What follows belongs to an exercise in optimizing a design on an open flow for small area, a short achievable clock period and few clock cycles per item; a production flow would make more cautious choices.
Where RTL was checked, it was by simulation tests only, not by an equivalence proof against the original.

==> inputs of trial 54 <==
// hdec
module hdec (
    input  wire        clk,
    input  wire        rst,
    input  wire        cmd_valid,
    output wire        cmd_ready,
    input  wire        cmd_op,
    input  wire [7:0]  cmd_len,
    input  wire        in_valid,
    output wire        in_ready,
    input  wire [31:0] in_data,
    output reg         sym_valid,
    input  wire        sym_ready,
    output reg  [3:0]  sym_cnt,
    output reg  [63:0] sym_data,
    output reg         rsp_valid,
    output reg  [3:0]  rsp_status
);
    localparam [3:0] ST_OK       = 4'h0;
    localparam [3:0] ST_OVERRUN  = 4'h6;
    localparam [3:0] ST_SHORT    = 4'h7;
    localparam [3:0] ST_PAD      = 4'h8;
    localparam [3:0] ST_TBL_BAD  = 4'hB;
    localparam [3:0] ST_TBL_MISS = 4'hC;
    localparam [2:0] S_IDLE  = 3'd0;
    localparam [2:0] S_LOAD  = 3'd1;
    localparam [2:0] S_LFIN  = 3'd2;
    localparam [2:0] S_DEC   = 3'd3;
    localparam [2:0] S_DRAIN = 3'd5;
    localparam KL   = 4;            
    localparam NP   = 24;           
    localparam NE   = NP + 12;      
    localparam NC   = (NE + 7) / 8;   
    localparam NB   = 64;           
    localparam NBY  = NB / 8;
    localparam NEAR = 16;           
    integer i, j, k, l, p, q;
    reg [2:0] state;
    reg [3:0] status;
    wire adv = !sym_valid || sym_ready;
    reg        tbl_valid;
    reg [3:0]  s2_m;
    reg [3:0]  s3_m;
    reg [3:0]  tbl_fmt;
    reg [3:0]  ld_maxf;             
    reg [7:0]  sorted [0:255];      
    reg [8:0]  cum   [1:12];        
    reg [12:0] lim   [1:11];        
    reg [19:0] lim12;               
    reg [3:0]  maxl;
    reg [7:0]  off   [1:12];        
    reg [12:0] l16;                 
  ...
export LEC_CHECK = 0
export CAP_MARGIN = 20
export CORE_MARGIN = 2
export CORE_UTILIZATION = 55
export PLACE_DENSITY = 0.68
export SLEW_MARGIN = 20
create_clock -name core_clock -period 11.0 [get_ports {clk}]
run.sh (not shown) runs the stock make flow with config.mk's settings and CLKGATE_MAP_FILE= SYNTH_SCRIPT=/design/flow/synth_recipe.tcl, a recipe that flattens the netlist after the stock synthesis.
==> build 6 (differences from trial 54) <==
--- a/flow/design.v
+++ b/flow/design.v
@@ -20,21 +20,24 @@
     localparam [3:0] ST_SHORT    = 4'h7;
     localparam [3:0] ST_PAD      = 4'h8;
     localparam [3:0] ST_TBL_BAD  = 4'hB;
     localparam [3:0] ST_TBL_MISS = 4'hC;
     localparam [2:0] S_IDLE  = 3'd0;
     localparam [2:0] S_LOAD  = 3'd1;
     localparam [2:0] S_LFIN  = 3'd2;
+    localparam [2:0] S_LFN2  = 3'd4;
     localparam [2:0] S_DEC   = 3'd3;
     localparam [2:0] S_DRAIN = 3'd5;
     localparam KL   = 4;            
-    localparam NP   = 24;           
-    localparam NE   = NP + 12;      
-    localparam NC   = (NE + 7) / 8;   
-    localparam NB   = 64;           
+    localparam NE   = 24;           
+    localparam NP   = NE - 1;       
+    localparam NF   = NP + 12;
+    localparam NC   = NE / 8;       
+    localparam NX   = NP + 8 * (NC - 1);   
+    localparam NB   = 96;           
     localparam NBY  = NB / 8;
     localparam NEAR = 16;           
     integer i, j, k, l, p, q;
     reg [2:0] state;
     reg [3:0] status;
     wire adv = !sym_valid || sym_ready;
     reg        tbl_valid;
@@ -81,59 +84,71 @@
             if (pend[i]) begin
                 ins_lane = i[2:0];
                 ins_any  = 1'b1;
             end
     end
     wire [3:0] ins_len = lw[4*ins_lane +: 4];
     wire [7:0] ins_sym = symbase + {5'd0, ins_lane};
+    reg        ins_go;
+    reg [3:0]  ins_lr;
+    reg [12:0] ins_inc;
+    reg [12:1] ins_ge;
     reg  [8:0] ins_pos;
     always @(*) begin
         ins_pos = 9'd0;
         for (i = 1; i <= 12; i = i + 1)
             if (ins_len == i[3:0]) ins_pos = cum[i];
+        if (ins_go && ins_lr <= ins_len) ins_pos = ins_pos + 9'd1;
     end
     wire ins_ok = (s2_m == 4'd0) && (s3_m == 4'd0);
     wire ins_do = (state == S_LOAD) && ins_any && ins_ok;
-    reg        ins_go;
     reg [7:0]  ins_at;
     reg [7:0]  ins_val;
     always @(posedge clk) begin
         if (rst) ins_go <= 1'b0;
         else     ins_go <= ins_do;
         ins_at  <= ins_pos[7:0];
+        ins_lr  <= ins_len;
+        ins_inc <= 13'd1 << (12 - ins_len);
+        for (i = 1; i <= 12; i = i + 1) ins_ge[i] <= (i[3:0] >= ins_len);
         ins_val <= ins_sym;
     end
     wire [7:0] pend_next = pend & (pend - 8'd1);
     reg [7:0] w_pres, w_big;
     always @(*) begin
         for (i = 0; i < 8; i = i + 1) begin
             w_pres[i] = (in_data[4*i +: 4] != 4'd0) && (in_data[4*i +: 4] <= 4'd12);
             w_big[i]  = (in_data[4*i +: 4] > 4'd12);
         end
     end
     reg [8:0]  f_cum  [0:12];
     reg [12:0] f_lim  [0:11];
     reg [7:0]  f_off  [1:12];
     reg [12:0] f_l16;
+    reg [11:0] f_sel, lf_sel;       
+    reg [4:0]  lf_d;
     reg [8:0]  f_d;
     always @(*) begin
         f_cum[0] = 9'd0;
         f_lim[0] = 13'd0;
         for (i = 1; i <= 12; i = i + 1) f_cum[i] = cum[i];
         for (i = 1; i <= 11; i = i + 1) f_lim[i] = lim[i];
         for (i = 1; i <= 12; i = i + 1)
             f_off[i] = f_cum[i-1][7:0] - (f_lim[i-1] >> (12 - i));
-        f_l16 = 13'd4096;
         f_d   = 9'd0;
+        f_sel = 12'd0;
         for (i = 1; i <= 12; i = i + 1) begin
             if (f_cum[i-1] <= NEAR && f_cum[i] > NEAR) begin
-                f_d   = NEAR - f_cum[i-1];
-                f_l16 = f_lim[i-1] + ({4'd0, f_d} << (12 - i));
+                f_d      = NEAR - f_cum[i-1];
+                f_sel[i-1] = 1'b1;
             end
         end
+        f_l16 = 13'd4096;
+        for (i = 1; i <= 12; i = i + 1)
+            if (lf_sel[i-1]) f_l16 = f_lim[i-1] + ({8'd0, lf_d} << (12 - i));
     end
     wire tbl_ok = !ld_bad && (lim12 == 20'd4096) && (maxl == ld_maxf);
     reg [NB-1:0] bb;                
     reg [3:0]    nbytes;            
     reg [7:0]    o1h;               
     reg [7:0]    bytes_rem;         
     reg [9:0]    codes_left;
@@ -144,35 +159,51 @@
         begin
             c = 1'b1;
             for (x = 0; x < 12; x = x + 1)
                 c = (a[x] & ~b[x]) | ((a[x] | ~b[x]) & c);
             ge_lim = c & ~b[12];
         end
     endfunction
+    reg [4:0]  ttr [0:NP-1];
+    reg [NB-1:0] merged;
     reg [11:0] win;
-    reg [11:0] tt  [0:NP-1];        
+    reg [11:0] tcmp;
+    reg [3:0]  tlen;
+    reg [4:0]  ttm [0:NX-1];
+    always @(*) begin
+        for (p = 0; p < NX; p = p + 1) begin
+            for (i = 0; i < 12; i = i + 1) win[11-i] = merged[p+i];
+            tcmp[0] = 1'b1;
+            for (i = 1; i <= 11; i = i + 1)
+                tcmp[i] = ge_lim(win, lim[i]);
+            tlen = 4'd0;
+            for (i = 1; i <= 11; i = i + 1)
+                if (tcmp[i] && !(i < 11 && tcmp[i+1])) tlen = i[3:0];
+            ttm[p] = {tlen, ge_lim(win, l16)};
+        end
+    end
     reg        tfar [0:NP-1];
     reg [12:0] islen [0:NP-1];      
     always @(*) begin
         for (p = 0; p < NP; p = p + 1) begin
-            for (i = 0; i < 12; i = i + 1) win[11-i] = bb[p+i];
-            tt[p][0] = 1'b1;
-            for (i = 1; i <= 11; i = i + 1)
-                tt[p][i] = ge_lim(win, lim[i]);
-            tfar[p] = ge_lim(win, l16);
+            tfar[p] = ttr[p][0];
             islen[p][0] = 1'b0;
             for (i = 1; i <= 11; i = i + 1)
-                islen[p][i] = tt[p][i-1] & ~tt[p][i];
-            islen[p][12] = tt[p][11];
+                islen[p][i] = (ttr[p][4:1] == i - 1);
+            islen[p][12] = (ttr[p][4:1] >= 4'd11);
         end
     end
-    reg [NE-1:0] fitq;              
+    reg [NC-1:0] nbge;
+    reg [NF-1:0] fitq;              
     always @(*) begin
-        for (q = 0; q < NE; q = q + 1)
-            fitq[q] = (q <= {nbytes, 3'b000});
+        for (q = 0; q < NF; q = q + 1) begin
+            fitq[q] = (q == 0);
+            for (k = 0; k < NC; k = k + 1)
+                if (q > 8*k && q <= 8*(k+1) && q < NE) fitq[q] = nbge[k];
+        end
     end
     reg [12:0] mv0 [0:NP-1];
     reg [12:0] mv1 [0:NP-1];
     reg [NE-1:0] st0, st1;
     always @(*) begin
         for (p = 0; p < NE; p = p + 1) begin
             st0[p] = 1'b1;
@@ -248,27 +279,31 @@
         end
     end
     reg ovr_code;
     always @(*) begin
         ovr_code = 1'b0;
         for (p = 0; p < 8; p = p + 1) ovr_code = ovr_code | (o1h[p] & st0[p]);
     end
-    wire dec_over = (state == S_DEC) && (bytes_rem == 8'd0) && (codes_left != 10'd0) && ovr_code &&
+    wire dec_over = (state == S_DEC) && (bytes_rem == 8'd0) && !wvalid && (codes_left != 10'd0) && ovr_code &&
                     !tokp && !fin_pend;
     reg [9:0] cl_m [0:KL];
     reg [KL:0] cs_m [0:KL];
     reg [9:0] cl_next;
     reg [KL:0] cs_next;
+    reg        cl_done;
     always @(*) begin
         for (k = 0; k <= KL; k = k + 1) begin
             cl_m[k] = codes_left - k;
             cs_m[k] = {(KL+1){1'b0}};
             for (j = 0; j < KL; j = j + 1) if (cl_m[k] == j) cs_m[k][j] = 1'b1;
             if (cl_m[k] >= KL) cs_m[k][KL] = 1'b1;
         end
+        cl_done = 1'b0;
+        for (k = 0; k <= KL; k = k + 1)
+            if (mh[k] && codes_left == k) cl_done = 1'b1;
         cl_next = 10'd0;
         cs_next = {(KL+1){1'b0}};
         for (k = 0; k <= KL; k = k + 1)
             if (mh[k]) begin
                 cl_next = cl_next | cl_m[k];
                 cs_next = cs_next | cs_m[k];
             end
@@ -288,25 +323,44 @@
     end
     wire [7:0] len_eff = cmd_len - ((!w0_valid) ? 8'd0 : (cmd_len >= 8'd4) ? 8'd4 : cmd_len);
     wire [3:0] nb0     = (!w0_valid) ? 4'd0 : (cmd_len >= 8'd4) ? 4'd4 : cmd_len[3:0];
     assign cmd_ready = (state == S_IDLE);
     assign in_ready  = (state == S_IDLE && !held) ||
                        (state == S_LOAD && ld_word != ld_nwords &&
                         (pend == 8'd0 || (pend_next == 8'd0 && ins_ok))) ||
-                       (state == S_DEC && bytes_rem != 8'd0 && nbytes <= NBY - 4) ||
+                       (state == S_DEC && bytes_rem != 8'd0 && (nbytes + (wvalid ? 4'd4 : 4'd0)) <= NBY - 4) ||
                        (state == S_DRAIN && bytes_rem != 8'd0);
     wire in_fire  = in_valid && in_ready;
     wire dec_fire = in_fire && (state == S_DEC);
-    reg [NB-1:0] merged;
+    reg        wvalid;
+    reg [31:0] wreg;
+    reg [2:0]  wtake;
     always @(*) begin
         merged = bb;
-        if (dec_fire)
+        if (wvalid)
             for (j = 0; j < NB/8; j = j + 1)
                 for (i = 0; i < 4; i = i + 1)
-                    if (nbytes == j - i) merged[8*j +: 8] = wbits[8*i +: 8];
+                    if (nbytes == j - i) merged[8*j +: 8] = wreg[8*i +: 8];
+    end
+    wire [3:0] nbytes_m = nbytes + (wvalid ? {1'b0, wtake} : 4'd0);
+    reg [NC-1:0] nbge_next;
+    always @(*) begin
+        for (k = 0; k < NC; k = k + 1) begin
+            nbge_next[k] = 1'b0;
+            for (j = 0; j < NC; j = j + 1)
+                if (c1h[j] && nbytes_m >= k + 1 + j) nbge_next[k] = 1'b1;
+        end
+    end
+    reg [4:0] ttr_next [0:NP-1];
+    always @(*) begin
+        for (p = 0; p < NP; p = p + 1) begin
+            ttr_next[p] = 5'd0;
+            for (j = 0; j < NC; j = j + 1)
+                if (c1h[j]) ttr_next[p] = ttr_next[p] | ttm[p + 8*j];
+        end
     end
     reg [NB-1:0] bb_next;
     always @(*) begin
         bb_next = {NB{1'b0}};
         for (j = 0; j < NC; j = j + 1)
             if (c1h[j]) bb_next = bb_next | (merged >> (8*j));
     end
@@ -338,15 +392,15 @@
             padm[i] = 1'b0;
             for (j = 0; j <= i; j = j + 1) padm[i] = padm[i] | fin_o[j];
         end
     end
     wire        rem_pad = (fin_nb == 4'd1) && ((fin_b & padm) != 8'd0);
     wire [3:0]  fin_status = rem_short ? ST_SHORT : rem_pad ? ST_PAD : ST_OK;
     wire fin_go   = fin_pend && !tokp;
-    wire lfin_go  = (state == S_LFIN) && !tokp && !fin_pend;
+    wire lfin_go  = (state == S_LFN2) && !tokp && !fin_pend;
     wire drain_go = (state == S_DRAIN) && (bytes_rem == 8'd0) && !tokp && !fin_pend;
     wire tok_req  = fin_go || lfin_go || drain_go || dec_over;
     wire [3:0] tok_req_st = fin_go ? fin_status : lfin_go ? (tbl_ok ? ST_OK : ST_TBL_BAD) :
                             dec_over ? ST_OVERRUN : status;
     wire [7:0] brem_next = bytes_rem - (dec_fire ? {5'd0, take} : 8'd0);
     reg [2:0]  s2_o;
     reg [5:0]  s2_e [0:KL-1];
@@ -366,14 +420,22 @@
         end else begin
             if (tokp) tokp <= !adv;
             else if (tok_req && !adv) begin
                 tokp    <= 1'b1;
                 tokp_st <= tok_req_st;
             end
             if (fin_go) fin_pend <= 1'b0;
+            if (ins_go) begin
+                for (i = 1; i <= 12; i = i + 1)
+                    if (ins_ge[i]) cum[i] <= cum[i] + 9'd1;
+                for (i = 1; i <= 11; i = i + 1)
+                    if (ins_ge[i]) lim[i] <= lim[i] + ins_inc;
+                lim12 <= lim12 + {7'd0, ins_inc};
+                if (ins_lr > maxl) maxl <= ins_lr;
+            end
             if (idle_fire && !cmd_valid) begin
                 held <= 1'b1;
                 hw   <= in_data;
             end
             case (state)
             S_IDLE: begin
                 if (cmd_valid) begin
@@ -390,38 +452,33 @@
                         pend      <= 8'd0;
                         maxl      <= 4'd0;
                         lim12     <= 20'd0;
                         for (i = 1; i <= 12; i = i + 1) cum[i] <= 9'd0;
                         for (i = 1; i <= 11; i = i + 1) lim[i] <= 13'd0;
                     end else begin
                         bytes_rem  <= len_eff;
-                        nbytes     <= nb0;
-                        bb[31:0]   <= w0bits;
+                        nbytes     <= 4'd0;
+                        nbge       <= {NC{1'b0}};
+                        wvalid     <= w0_valid;
+                        wreg       <= w0bits;
+                        wtake      <= nb0[2:0];
                         o1h        <= 8'd1;
                         codes_left <= ncode;
                         csel       <= {1'b1, {KL{1'b0}}};
                         if (tbl_valid) begin
                             state <= S_DEC;
                         end else begin
                             status <= ST_TBL_MISS;
                             state  <= S_DRAIN;
                         end
                     end
                 end
             end
             S_LOAD: begin
-                if (ins_do) begin
-                    pend <= pend_next;
-                    for (i = 1; i <= 12; i = i + 1)
-                        if (i[3:0] >= ins_len) cum[i] <= cum[i] + 9'd1;
-                    for (i = 1; i <= 11; i = i + 1)
-                        if (i[3:0] >= ins_len) lim[i] <= lim[i] + (13'd1 << (12 - ins_len));
-                    lim12 <= lim12 + (20'd1 << (12 - ins_len));
-                    if (ins_len > maxl) maxl <= ins_len;
-                end
+                if (ins_do) pend <= pend_next;
                 if (in_fire) begin
                     ld_word <= ld_word + 6'd1;
                     if (ld_word == 6'd0) begin
                         tbl_fmt   <= hdr_fmt;
                         ld_maxf   <= in_data[19:16];
                         ld_nwords <= hdr_8bit ? 6'd48 : 6'd16;
                         ld_lend   <= hdr_8bit ? 6'd36 : hdr_6bit ? 6'd12 : 6'd6;
@@ -437,36 +494,48 @@
                         if (in_data != 32'd0) ld_bad <= 1'b1;
                     end
                 end
                 if (ld_word == ld_nwords && pend == 8'd0)
                     state <= S_LFIN;
             end
             S_LFIN: begin
-                if (lfin_go) begin
+                if (!ins_go) begin
                     for (i = 1; i <= 12; i = i + 1) off[i] <= f_off[i];
+                    lf_sel <= f_sel;
+                    lf_d   <= f_d[4:0];
+                    state  <= S_LFN2;
+                end
+            end
+            S_LFN2: begin
+                if (lfin_go) begin
                     l16       <= f_l16;
                     tbl_valid <= tbl_ok;
                     state     <= S_IDLE;
                 end
             end
             S_DEC: begin
                 if (dec_over) begin
                     state  <= S_IDLE;
                 end else begin
                     bb     <= bb_next;
-                    nbytes <= nbytes + (dec_fire ? {1'b0, take} : 4'd0) - cbytes;
+                    nbytes <= nbytes_m - cbytes;
+                    nbge   <= nbge_next;
+                    for (p = 0; p < NP; p = p + 1) ttr[p] <= ttr_next[p];
+                    wvalid <= dec_fire;
+                    wreg   <= wbits;
+                    wtake  <= take;
                     bytes_rem  <= brem_next;
                     o1h        <= o_next;
                     codes_left <= cl_next;
                     csel       <= cs_next;
-                    if (cl_next == 10'd0) begin
-                        fin_nb <= nbytes + (dec_fire ? {1'b0, take} : 4'd0) - cbytes;
+                    if (cl_done) begin
+                        fin_nb <= nbytes_m - cbytes;
                         fin_o  <= o_next;
                         fin_b  <= bb_next[7:0];
-                        if (brem_next != 8'd0) begin
+                        if (brem_next != 8'd0 || dec_fire) begin
                             status <= ST_SHORT;
                             state  <= S_DRAIN;
                         end else begin
                             fin_pend <= 1'b1;
                             state    <= S_IDLE;
                         end
                     end
- CELL_PAD_IN_SITES_DETAIL_PLACEMENT: default -> 1
- CELL_PAD_IN_SITES_GLOBAL_PLACEMENT: default -> 2
- CORE_UTILIZATION: 55 -> 30
- PLACE_DENSITY: 0.68 -> 0.5
==> build 71 (differences from trial 54) <==
--- a/flow/design.v
+++ b/flow/design.v
@@ -35,15 +35,14 @@
     localparam NEAR = 16;           
     integer i, j, k, l, p, q;
     reg [2:0] state;
     reg [3:0] status;
     wire adv = !sym_valid || sym_ready;
     reg        tbl_valid;
     reg [3:0]  s2_m;
-    reg [3:0]  s3_m;
     reg [3:0]  tbl_fmt;
     reg [3:0]  ld_maxf;             
     reg [7:0]  sorted [0:255];      
     reg [8:0]  cum   [1:12];        
     reg [12:0] lim   [1:11];        
     reg [19:0] lim12;               
     reg [3:0]  maxl;
@@ -87,25 +86,16 @@
     wire [7:0] ins_sym = symbase + {5'd0, ins_lane};
     reg  [8:0] ins_pos;
     always @(*) begin
         ins_pos = 9'd0;
         for (i = 1; i <= 12; i = i + 1)
             if (ins_len == i[3:0]) ins_pos = cum[i];
     end
-    wire ins_ok = (s2_m == 4'd0) && (s3_m == 4'd0);
+    wire ins_ok = (s2_m == 4'd0);
     wire ins_do = (state == S_LOAD) && ins_any && ins_ok;
-    reg        ins_go;
-    reg [7:0]  ins_at;
-    reg [7:0]  ins_val;
-    always @(posedge clk) begin
-        if (rst) ins_go <= 1'b0;
-        else     ins_go <= ins_do;
-        ins_at  <= ins_pos[7:0];
-        ins_val <= ins_sym;
-    end
     wire [7:0] pend_next = pend & (pend - 8'd1);
     reg [7:0] w_pres, w_big;
     always @(*) begin
         for (i = 0; i < 8; i = i + 1) begin
             w_pres[i] = (in_data[4*i +: 4] != 4'd0) && (in_data[4*i +: 4] <= 4'd12);
             w_big[i]  = (in_data[4*i +: 4] > 4'd12);
         end
@@ -477,19 +467,19 @@
                 else if (in_fire) bytes_rem <= bytes_rem - {5'd0, take};
             end
             default: state <= S_IDLE;
             endcase
         end
     end
     always @(posedge clk) begin
-        if (ins_go) begin
+        if (ins_do) begin
             for (p = 0; p < 256; p = p + 1) begin
-                if (p == ins_at)
-                    sorted[p] <= ins_val;
-                else if (p > ins_at && p > 0)
+                if (p == ins_pos)
+                    sorted[p] <= ins_sym;
+                else if (p > ins_pos && p > 0)
                     sorted[p] <= sorted[p-1];
             end
         end
     end
     always @(*) begin
         s1_tok    = tokp || tok_req;
         s1_status = tokp ? tokp_st : tok_req_st;
@@ -506,60 +496,40 @@
             for (k = 0; k < KL; k = k + 1) s2_e[k] <= ebin[k];
             s2_bits   <= bb[NE-2:0];
         end
     end
     wire [NE+6:0] pbits = {s2_bits, 8'd0};    
     reg [5:0] st_k, en_k;
     reg [3:0] n_k;
-    reg [7:0] v8, vm, offk;
-    reg [7:0] idx [0:KL-1];
+    reg [7:0] v8, vm, idx;
+    reg [63:0] lanes;
     always @(*) begin
+        lanes = 64'd0;
         for (k = 0; k < KL; k = k + 1) begin
             st_k = (k == 0) ? {3'd0, s2_o} : s2_e[k-1];
             en_k = s2_e[k];
             n_k  = en_k[3:0] - st_k[3:0];
             for (i = 0; i < 8; i = i + 1) v8[7-i] = pbits[en_k + i];
             for (i = 0; i < 8; i = i + 1) vm[i] = v8[i] & (n_k > i);
-            offk = 8'd0;
+            idx = vm;
             for (i = 1; i <= 12; i = i + 1)
-                if (n_k == i) offk = off[i];
-            idx[k] = vm + offk;
+                if (n_k == i) idx = vm + off[i];
+            if (k == 0) lanes[7:0] = sorted[idx];
+            else        lanes[8*k +: 8] = sorted[{4'd0, idx[3:0]}];
         end
     end
-    reg [7:0]  s3_idx [0:KL-1];
-    reg        s3_tok;
-    reg [3:0]  s3_status;
-    always @(posedge clk) begin
-        if (rst) begin
-            s3_m   <= 4'd0;
-            s3_tok <= 1'b0;
-        end else if (adv) begin
-            s3_m      <= s2_m;
-            s3_tok    <= s2_tok;
-            s3_status <= s2_status;
-            s3_idx[0] <= idx[0];
-            for (k = 1; k < KL; k = k + 1) s3_idx[k] <= {4'd0, idx[k][3:0]};
-        end
-    end
-    reg [63:0] lanes;
-    always @(*) begin
-        lanes = 64'd0;
-        lanes[7:0] = sorted[s3_idx[0]];
-        for (k = 1; k < KL; k = k + 1)
-            lanes[8*k +: 8] = sorted[{4'd0, s3_idx[k][3:0]}];
-    end
     always @(posedge clk) begin
         if (rst) begin
             sym_valid <= 1'b0;
             rsp_valid <= 1'b0;
         end else begin
             rsp_valid <= 1'b0;
             if (adv) begin
-                sym_valid  <= (s3_m != 4'd0);
-                sym_cnt    <= s3_m;
+                sym_valid  <= (s2_m != 4'd0);
+                sym_cnt    <= s2_m;
                 sym_data   <= lanes;
-                rsp_valid  <= s3_tok;
-                rsp_status <= s3_status;
+                rsp_valid  <= s2_tok;
+                rsp_status <= s2_status;
             end
         end
     end
 endmodule
- CORE_UTILIZATION: 55 -> 40
- PLACE_DENSITY: 0.68 -> 0.6
==> comparison <==
Build 6 ended with an error in global routing (5_1_grt) with GRT-0116. Build 71 aborted during global routing (5_1_grt). Trial 54 failed in global routing (5_1_grt) with GRT-0116.
Between build 71 and trial 54, the lower synthesized cell count is in trial 54 (gap 5.7%, measured against trial 54).
Synthesized area, lowest first: trial 54, build 71, build 6.
Testbench counts of build 6, summed over its fixed seeds: cycles 91,460, items 330,176.
For trial 54 and build 71, only the layout was checked, not whether the RTL still works.
